Source: an optimization exercise on an open RTL-to-GDS flow (aim: small area, a short achievable clock period and few clock cycles). Production flows keep margins and buffers that such runs may drop. In this exercise RTL edits were held to simulation tests only and were not proved equivalent to the original. Power is estimated from default activity; no workload was simulated.

## oak
==> flow/design.v <==
module cmp_coder (
    input  wire        clk,
    input  wire        rst,
    input  wire        in_valid,
    output wire        in_ready,
    input  wire [15:0] in_x,
    input  wire [15:0] in_nb,
    input  wire [8:0]  cfg_nwords,
    input  wire [2:0]  cfg_avg,
    input  wire [3:0]  cfg_k,
    input  wire [7:0]  cfg_a,
    input  wire [7:0]  cfg_b,
    input  wire [7:0]  cfg_c,
    input  wire [9:0]  cfg_neighbour,
    input  wire        cfg_nb_use,
    output reg         out_valid,
    input  wire        out_ready,
    output reg  [31:0] out_data,
    output reg         out_last,
    output wire [23:0] out_bits,
    output wire [8:0]  out_escapes,
    output wire [63:0] out_header,
    output reg         out_coded
);
    function [15:0] wmask;
        input [2:0] avg;
        case (avg)
            3'd0: wmask = 16'h0FFF;
            3'd1: wmask = 16'h1FFF;
            3'd2: wmask = 16'h3FFF;
            3'd3: wmask = 16'h7FFF;
            default: wmask = 16'hFFFF;
        endcase
    endfunction
    wire adv;         
    wire adv0;        
    wire hold0;
    reg        v0, first0, last0;
    reg [15:0] x0, nb0;
    reg [7:0]  a0, b0, c0;
    reg [3:0]  k0;
    reg [2:0]  avg0;
    reg [9:0]  nbr0;
    reg [8:0]  n0;
    reg [8:0]  cnt;
    reg [15:0] hx1, hx2;
    reg        lastpend;
    assign in_ready = adv0;
    wire in_fire  = in_valid && adv0 && !rst;
    wire [15:0] imask  = wmask(cfg_avg);
    wire        ifirst = (cnt == 9'd0);
    wire [8:0]  cnt1   = cnt + 9'd1;
    wire        ilast  = (cnt1 == cfg_nwords);
    always @(posedge clk) begin
        if (rst) begin
            v0  <= 1'b0;
            cnt <= 9'd0;
        end else if (in_fire) begin
            v0  <= 1'b1;
            cnt <= ilast ? 9'd0 : cnt1;
        end else if (adv0) begin
            v0  <= 1'b0;
        end
        if (in_fire) begin
            x0     <= in_x & imask;
            nb0    <= cfg_nb_use ? (in_nb & imask) : 16'd0;
            a0     <= cfg_a;
            b0     <= cfg_b;
            c0     <= cfg_c;
            k0     <= cfg_k;
            avg0   <= cfg_avg;
            nbr0   <= cfg_neighbour;
            n0     <= cfg_nwords;
            first0 <= ifirst;
            last0  <= ilast;
        end
        if (adv0 && v0) begin
            hx1 <= x0;
            hx2 <= first0 ? x0 : hx1;
        end
    end
    function [25:0] brow;
        input [7:0]  k;
        input [15:0] x;
        input [1:0]  j;
        input        pneg;      
        reg b2, b1, b0, neg, one, two;
        reg [16:0] m;
        reg [17:0] r;
        reg [25:0] v;
        begin
            b2 = k[2*j+1];
            b1 = k[2*j];
            b0 = (j == 2'd0) ? 1'b0 : k[2*j-1];
            neg = b2;
            one = b1 ^ b0;
            two = (b2 & ~b1 & ~b0) | (~b2 & b1 & b0);
            m = ({17{one}} & {1'b0, x}) | ({17{two}} & {x, 1'b0});
            r = {~neg, m ^ {17{neg}}};
            v = {8'd0, r} << (2*j);
            if (j != 2'd0)
                v[2*j-2] = pneg;
            brow = v;
        end
    endfunction
    function bneg;
        input [7:0] k;
        input [1:0] j;
        bneg = k[2*j+1];
    endfunction
    wire [25:0] rw [0:12];
    genvar gi;
    generate
        for (gi = 0; gi < 4; gi = gi + 1) begin : g_rows
            assign rw[gi]     = brow(a0, hx1, gi, (gi == 0) ? 1'b0 : bneg(a0, gi - 1));
            assign rw[4 + gi] = brow(b0, hx2, gi, (gi == 0) ? 1'b0 : bneg(b0, gi - 1));
            assign rw[8 + gi] = brow(c0, nb0, gi, (gi == 0) ? 1'b0 : bneg(c0, gi - 1));
        end
    endgenerate
    wire [1:0]  nsum = {1'b0, a0[7]} + {1'b0, b0[7]} + {1'b0, c0[7]};
    assign rw[12] = 26'h201FFC0 + {18'd0, nsum, 6'd0};
    function [51:0] csa;
        input [25:0] p, q, r;
        begin
            csa[25:0]  = p ^ q ^ r;
            csa[51:26] = ((p & q) | (p & r) | (q & r)) << 1;
        end
    endfunction
    wire [51:0] l1a = csa(rw[0], rw[1], rw[2]);
    wire [51:0] l1b = csa(rw[3], rw[4], rw[5]);
    wire [51:0] l1c = csa(rw[6], rw[7], rw[8]);
    wire [51:0] l1d = csa(rw[9], rw[10], rw[11]);
    wire [51:0] l2a = csa(l1a[25:0], l1a[51:26], l1b[25:0]);
    wire [51:0] l2b = csa(l1b[51:26], l1c[25:0], l1c[51:26]);
    wire [51:0] l2c = csa(l1d[25:0], l1d[51:26], rw[12]);
    wire [51:0] l3a = csa(l2a[25:0], l2a[51:26], l2b[25:0]);
    wire [51:0] l3b = csa(l2b[51:26], l2c[25:0], l2c[51:26]);
    wire [51:0] l4a = csa(l3a[25:0], l3a[51:26], l3b[25:0]);
    wire [51:0] l5a = csa(l4a[25:0], l4a[51:26], l3b[51:26]);
    reg        v1, first1, last1;
    reg [25:0] s1s, s1c;
    reg [15:0] x1;
    reg [3:0]  k1;
    reg [2:0]  avg1;
    always @(posedge clk) begin
        if (rst)
            v1 <= 1'b0;
        else if (adv)
            v1 <= v0 && adv0;
        if (adv) begin
            s1s    <= l5a[25:0];
            s1c    <= l5a[51:26];
            x1     <= x0;
            k1     <= k0;
            avg1   <= avg0;
            first1 <= first0;
            last1  <= last0;
        end
    end
    wire [15:0] m1    = wmask(avg1);
    wire [25:0] ssum  = s1s + s1c;
    wire [19:0] pre   = ssum[25:6];
    wire        p_neg = pre[19] & ~(&pre);
    wire        p_ovr = ~pre[19] & ((pre[19:4] & ~{4'd0, m1[15:4]}) != 16'd0 ||
                                    ((pre[15:0] & m1) == m1));
    wire [23:0] vx    = {x1, 6'd0};
    wire [23:0] vs    = ~s1s[23:0];
    wire [23:0] vc    = ~s1c[23:0];
    wire [23:0] vp    = vx ^ vs ^ vc;
    wire [23:0] vq    = {(vx[22:0] & vs[22:0]) | (vx[22:0] & vc[22:0]) | (vs[22:0] & vc[22:0]), 1'b1};
    wire [23:0] vsum  = vp + vq;
    wire [17:0] e_raw = vsum[23:6];
    wire [17:0] e_ovr = {2'b00, x1} - {2'b00, m1};
    wire [17:0] e     = p_neg ? {2'b00, x1} : p_ovr ? e_ovr : e_raw;
    wire [16:0] u     = {e[15:0], 1'b0} ^ {17{e[17]}};
    reg        v2, first2, last2;
    reg [16:0] u2;
    reg [15:0] x2;
    reg [3:0]  k2;
    reg [2:0]  avg2;
    always @(posedge clk) begin
        if (rst)
            v2 <= 1'b0;
        else if (adv)
            v2 <= v1;
        if (adv) begin
            u2     <= u;
            x2     <= x1;
            k2     <= k1;
            avg2   <= avg1;
            first2 <= first1;
            last2  <= last1;
        end
    end
    wire [16:0] q2    = u2 >> k2;
    wire        esc   = |q2[16:8];
    wire [11:0] kmsk  = ~(12'hFFF << k2);
    wire [11:0] rem2  = u2[11:0] & kmsk;
    wire [4:0]  w2    = 5'd12 + {2'd0, avg2};
    reg  [8:0]  co;
    reg  [15:0] ct;
    reg  [4:0]  cl;
    always @(*) begin
        if (first2) begin
            co = 9'd0;   ct = x2;   cl = w2;
        end else if (esc) begin
            co = 9'd256; ct = x2;   cl = w2;
        end else begin
            co = {1'b0, q2[7:0]};
            ct = {3'd0, rem2, 1'b0};
            cl = {1'b0, k2} + 5'd1;
        end
    end
    wire [8:0] clen = co + {4'd0, cl};
    reg        v3, first3, last3, esc3, long3;
    reg [8:0]  o3, len3;
    reg [15:0] t3;
    reg [4:0]  l3;
    always @(posedge clk) begin
        if (rst)
            v3 <= 1'b0;
        else if (adv)
            v3 <= v2;
        if (adv) begin
            o3     <= co;
            t3     <= ct;
            l3     <= cl;
            len3   <= clen;
            long3  <= (clen > 9'd32);
            esc3   <= esc & ~first2;
            first3 <= first2;
            last3  <= last2;
        end
    end
    wire [4:0]  sh   = long3 ? (5'd0 - l3) : o3[4:0];    
    wire [31:0] spat = ~(32'hFFFFFFFF << sh) | ({16'd0, t3} << sh);
    wire [8:0]  rlen = long3 ? (len3 - 9'd32) : 9'd0;
    wire [5:0]  slen = long3 ? 6'd32 : len3[5:0];
    reg        vC, lastC;
    reg [8:0]  rC;
    reg [31:0] sC;
    reg [5:0]  lsC;
    reg [16:0] bacc, bits_o;
    reg [8:0]  eacc, esc_o;
    wire [16:0] bnext = (first3 ? 17'd0 : bacc) + {8'd0, len3};
    wire [8:0]  enext = (first3 ? 9'd0 : eacc) + {8'd0, esc3};
    reg  [31:0] acc;
    reg  [4:0]  p;
    reg         flush;
    reg         kv, k_last;
    reg  [31:0] k_data;
    wire        run      = !kv;
    wire [5:0]  pr       = {1'b0, p} + {1'b0, rC[4:0]};
    wire        longstep = (rC[8:5] != 4'd0) | pr[5];
    wire        consume  = run && vC && (flush ? !lastC : !longstep);
    assign adv   = !vC || consume;
    assign hold0 = v0 && last0 && lastpend;
    assign adv0  = adv && !hold0;
    wire [4:0]  pe   = flush ? 5'd0 : p;
    wire [31:0] ae   = flush ? 32'd0 : acc;
    wire [4:0]  qpos = flush ? 5'd0 : pr[4:0];
    wire [31:0] omsk = (32'hFFFFFFFF << pe) & ~(32'hFFFFFFFF << qpos);
    wire [63:0] comb = {32'd0, ae | omsk} | ({32'd0, sC} << qpos);
    wire [6:0]  tpos = {2'd0, qpos} + {1'b0, lsC};
    reg         em_v, em_last;
    reg  [31:0] em_d;
    reg  [31:0] acc_n;
    reg  [4:0]  p_n;
    reg         flush_n;
    reg  [8:0]  r_n;
    always @(*) begin
        em_v = 1'b0; em_last = 1'b0; em_d = comb[31:0];
        acc_n = acc; p_n = p; flush_n = flush; r_n = rC;
        if (run) begin
            if (flush) begin
                em_v = 1'b1; em_last = 1'b1; em_d = acc;
                flush_n = 1'b0;
                acc_n = 32'd0; p_n = 5'd0;
                if (vC && !lastC) begin
                    acc_n = comb[31:0];
                    p_n   = tpos[4:0];
                end
            end else if (vC && longstep) begin
                em_v = 1'b1; em_d = acc | (32'hFFFFFFFF << p);
                r_n  = rC - (9'd32 - {4'd0, p});
                acc_n = 32'd0; p_n = 5'd0;
            end else if (vC) begin
                if (tpos[5]) begin
                    em_v    = 1'b1;
                    em_last = lastC && (tpos[4:0] == 5'd0);
                    acc_n   = comb[63:32];
                    p_n     = tpos[4:0];
                    flush_n = lastC && (tpos[4:0] != 5'd0);
                end else if (lastC) begin
                    em_v = 1'b1; em_last = 1'b1;
                    acc_n = 32'd0; p_n = 5'd0;
                end else begin
                    acc_n = comb[31:0];
                    p_n   = tpos[4:0];
                end
            end
        end
    end
    wire otake = out_valid && out_ready;
    reg [39:0] hdr;
    reg [7:0]  rawr;
    wire [12:0] nw   = n0 * (5'd12 + {2'd0, avg0});
    wire [7:0]  rawn = nw[12:5] + {7'd0, |nw[4:0]};
    wire [11:0] codw = bits_o[16:5] + {11'd0, |bits_o[4:0]} + 12'd2;
    assign out_bits    = {7'd0, bits_o};
    assign out_escapes = esc_o;
    assign out_header  = {hdr, 7'd0, bits_o};
    always @(posedge clk) begin
        if (rst) begin
            vC        <= 1'b0;
            acc       <= 32'd0;
            p         <= 5'd0;
            flush     <= 1'b0;
            kv        <= 1'b0;
            out_valid <= 1'b0;
            lastpend  <= 1'b0;
        end else begin
            if (adv)
                vC <= v3;
            else if (consume)
                vC <= 1'b0;
            acc   <= acc_n;
            p     <= p_n;
            flush <= flush_n;
            if (kv) begin
                if (otake || !out_valid) begin
                    out_valid <= 1'b1;
                    out_data  <= k_data;
                    out_last  <= k_last;
                    kv        <= 1'b0;
                end
            end else if (em_v) begin
                if (otake || !out_valid) begin
                    out_valid <= 1'b1;
                    out_data  <= em_d;
                    out_last  <= em_last;
                end else begin
                    kv     <= 1'b1;
                    k_data <= em_d;
                    k_last <= em_last;
                end
            end else if (otake) begin
                out_valid <= 1'b0;
            end
            if (adv0 && v0 && last0)
                lastpend <= 1'b1;
            else if (otake && out_last)
                lastpend <= 1'b0;
        end
        if (adv) begin
            rC    <= rlen;
            sC    <= spat;
            lsC   <= slen;
            lastC <= last3;
        end else if (run && vC && !flush && longstep) begin
            rC    <= r_n;
        end
        if (adv && v3) begin
            bacc <= bnext;
            eacc <= enext;
            if (last3) begin
                bits_o <= bnext;
                esc_o  <= enext;
            end
        end
        if (adv0 && v0 && last0) begin
            hdr  <= {nbr0, c0, b0, a0, 2'b00, k0};
            rawr <= rawn;
        end
        out_coded <= codw < {4'd0, rawr};
    end
endmodule
Settings: LEC_CHECK=0, CAP_MARGIN=20, CORE_MARGIN=2, CORE_UTILIZATION=40, SLEW_MARGIN=20; clock period 15.0 ns.
run.sh (not shown) runs the stock make flow with config.mk's settings and CLKGATE_MAP_FILE= SYNTH_SCRIPT=/design/flow/synth_recipe.tcl, a recipe that flattens the netlist after the stock synthesis.
oak has completed all stages; timing, DRC and antenna checks passed.
Testbench counts of oak, summed over its fixed seeds: cycles 24,457.
[inputs] pine vs oak
--- a/flow/design.v
+++ b/flow/design.v
@@ -29,26 +29,26 @@
             3'd1: wmask = 16'h1FFF;
             3'd2: wmask = 16'h3FFF;
             3'd3: wmask = 16'h7FFF;
             default: wmask = 16'hFFFF;
         endcase
     endfunction
-    wire adv;         
-    wire adv0;        
-    wire hold0;
+    reg  adv;         
+    reg  adv0;        
+    reg  adv0_o;      
     reg        v0, first0, last0;
     reg [15:0] x0, nb0;
     reg [7:0]  a0, b0, c0;
     reg [3:0]  k0;
     reg [2:0]  avg0;
     reg [9:0]  nbr0;
     reg [8:0]  n0;
     reg [8:0]  cnt;
     reg [15:0] hx1, hx2;
     reg        lastpend;
-    assign in_ready = adv0;
+    assign in_ready = adv0_o;
     wire in_fire  = in_valid && adv0 && !rst;
     wire [15:0] imask  = wmask(cfg_avg);
     wire        ifirst = (cnt == 9'd0);
     wire [8:0]  cnt1   = cnt + 9'd1;
     wire        ilast  = (cnt1 == cfg_nwords);
     always @(posedge clk) begin
@@ -248,17 +248,14 @@
     reg  [4:0]  p;
     reg         flush;
     reg         kv, k_last;
     reg  [31:0] k_data;
     wire        run      = !kv;
     wire [5:0]  pr       = {1'b0, p} + {1'b0, rC[4:0]};
-    wire        longstep = (rC[8:5] != 4'd0) | pr[5];
+    reg         longstep;     
     wire        consume  = run && vC && (flush ? !lastC : !longstep);
-    assign adv   = !vC || consume;
-    assign hold0 = v0 && last0 && lastpend;
-    assign adv0  = adv && !hold0;
     wire [4:0]  pe   = flush ? 5'd0 : p;
     wire [31:0] ae   = flush ? 32'd0 : acc;
     wire [4:0]  qpos = flush ? 5'd0 : pr[4:0];
     wire [31:0] omsk = (32'hFFFFFFFF << pe) & ~(32'hFFFFFFFF << qpos);
     wire [63:0] comb = {32'd0, ae | omsk} | ({32'd0, sC} << qpos);
     wire [6:0]  tpos = {2'd0, qpos} + {1'b0, lsC};
@@ -371,7 +368,32 @@
         if (adv0 && v0 && last0) begin
             hdr  <= {nbr0, c0, b0, a0, 2'b00, k0};
             rawr <= rawn;
         end
         out_coded <= codw < {4'd0, rawr};
     end
+    wire        vC_n    = adv ? v3 : vC;
+    wire        lastC_n = adv ? last3 : lastC;
+    wire [8:0]  rC_n    = adv ? rlen :
+                          (run && vC && !flush && longstep) ? r_n : rC;
+    wire [5:0]  pr_n    = {1'b0, p_n} + {1'b0, rC_n[4:0]};
+    wire        ls_n    = (rC_n[8:5] != 4'd0) | pr_n[5];
+    wire        kv_n    = kv ? (out_valid && !out_ready) : (em_v && out_valid && !out_ready);
+    wire        adv_n   = !vC_n || (!kv_n && (flush_n ? !lastC_n : !ls_n));
+    wire        v0_n    = in_fire || (v0 && !adv0);
+    wire        last0_n = in_fire ? ilast : last0;
+    wire        lp_n    = (adv0 && v0 && last0) || (lastpend && !(otake && out_last));
+    wire        adv0_n  = adv_n && !(v0_n && last0_n && lp_n);
+    always @(posedge clk) begin
+        if (rst) begin
+            adv      <= 1'b1;
+            adv0     <= 1'b1;
+            adv0_o   <= 1'b1;
+            longstep <= 1'b0;
+        end else begin
+            adv      <= adv_n;
+            adv0     <= adv0_n;
+            adv0_o   <= adv0_n;
+            longstep <= ls_n;
+        end
+    end
 endmodule
==> comparison <==
- Hold slack was lower in the run labelled pine.
- Sequential-to-total area share from yosys stat is lower on pine
- Compared with oak, in pine final sequential cell count moved up; global-route usage went up.
- Going from oak to pine, maximum vdd drop shrank by more than 10%.
- According to the power report, total power for pine is lower than for oak.
Testbench counts of pine, summed over its fixed seeds: cycles 24,457.

port drivers added, routing unchanged:
No port has a modelled driver above. Below, the same layouts with a new extraction and two added sets of constraints. Step 1 sets driving cells, clkbuf_16 on the clock port and buf_2 on the other inputs (assumed; they add their load-dependent delay and slew). Step 2 adds t to the input delays and takes it off the output delays; t is the mean of the earliest and latest rising clock arrival at the registers after step 1. Input paths then give back, and output paths get back, about the clock's delay inside the block. Slacks: ideal ports / drivers / drivers and shift; pairs: ideal ports / drivers.
run	t (ns)	setup WS [ns]	worst register clock-pin slew, ns	pins driven straight from the clock port
oak	0.712	7.636 / 7.567 / 8.279	0.06 / 0.06	1
pine	0.707	8.901 / 8.901 / 8.901	0.07 / 0.07	1
After both steps setup and hold are still met in every run listed.
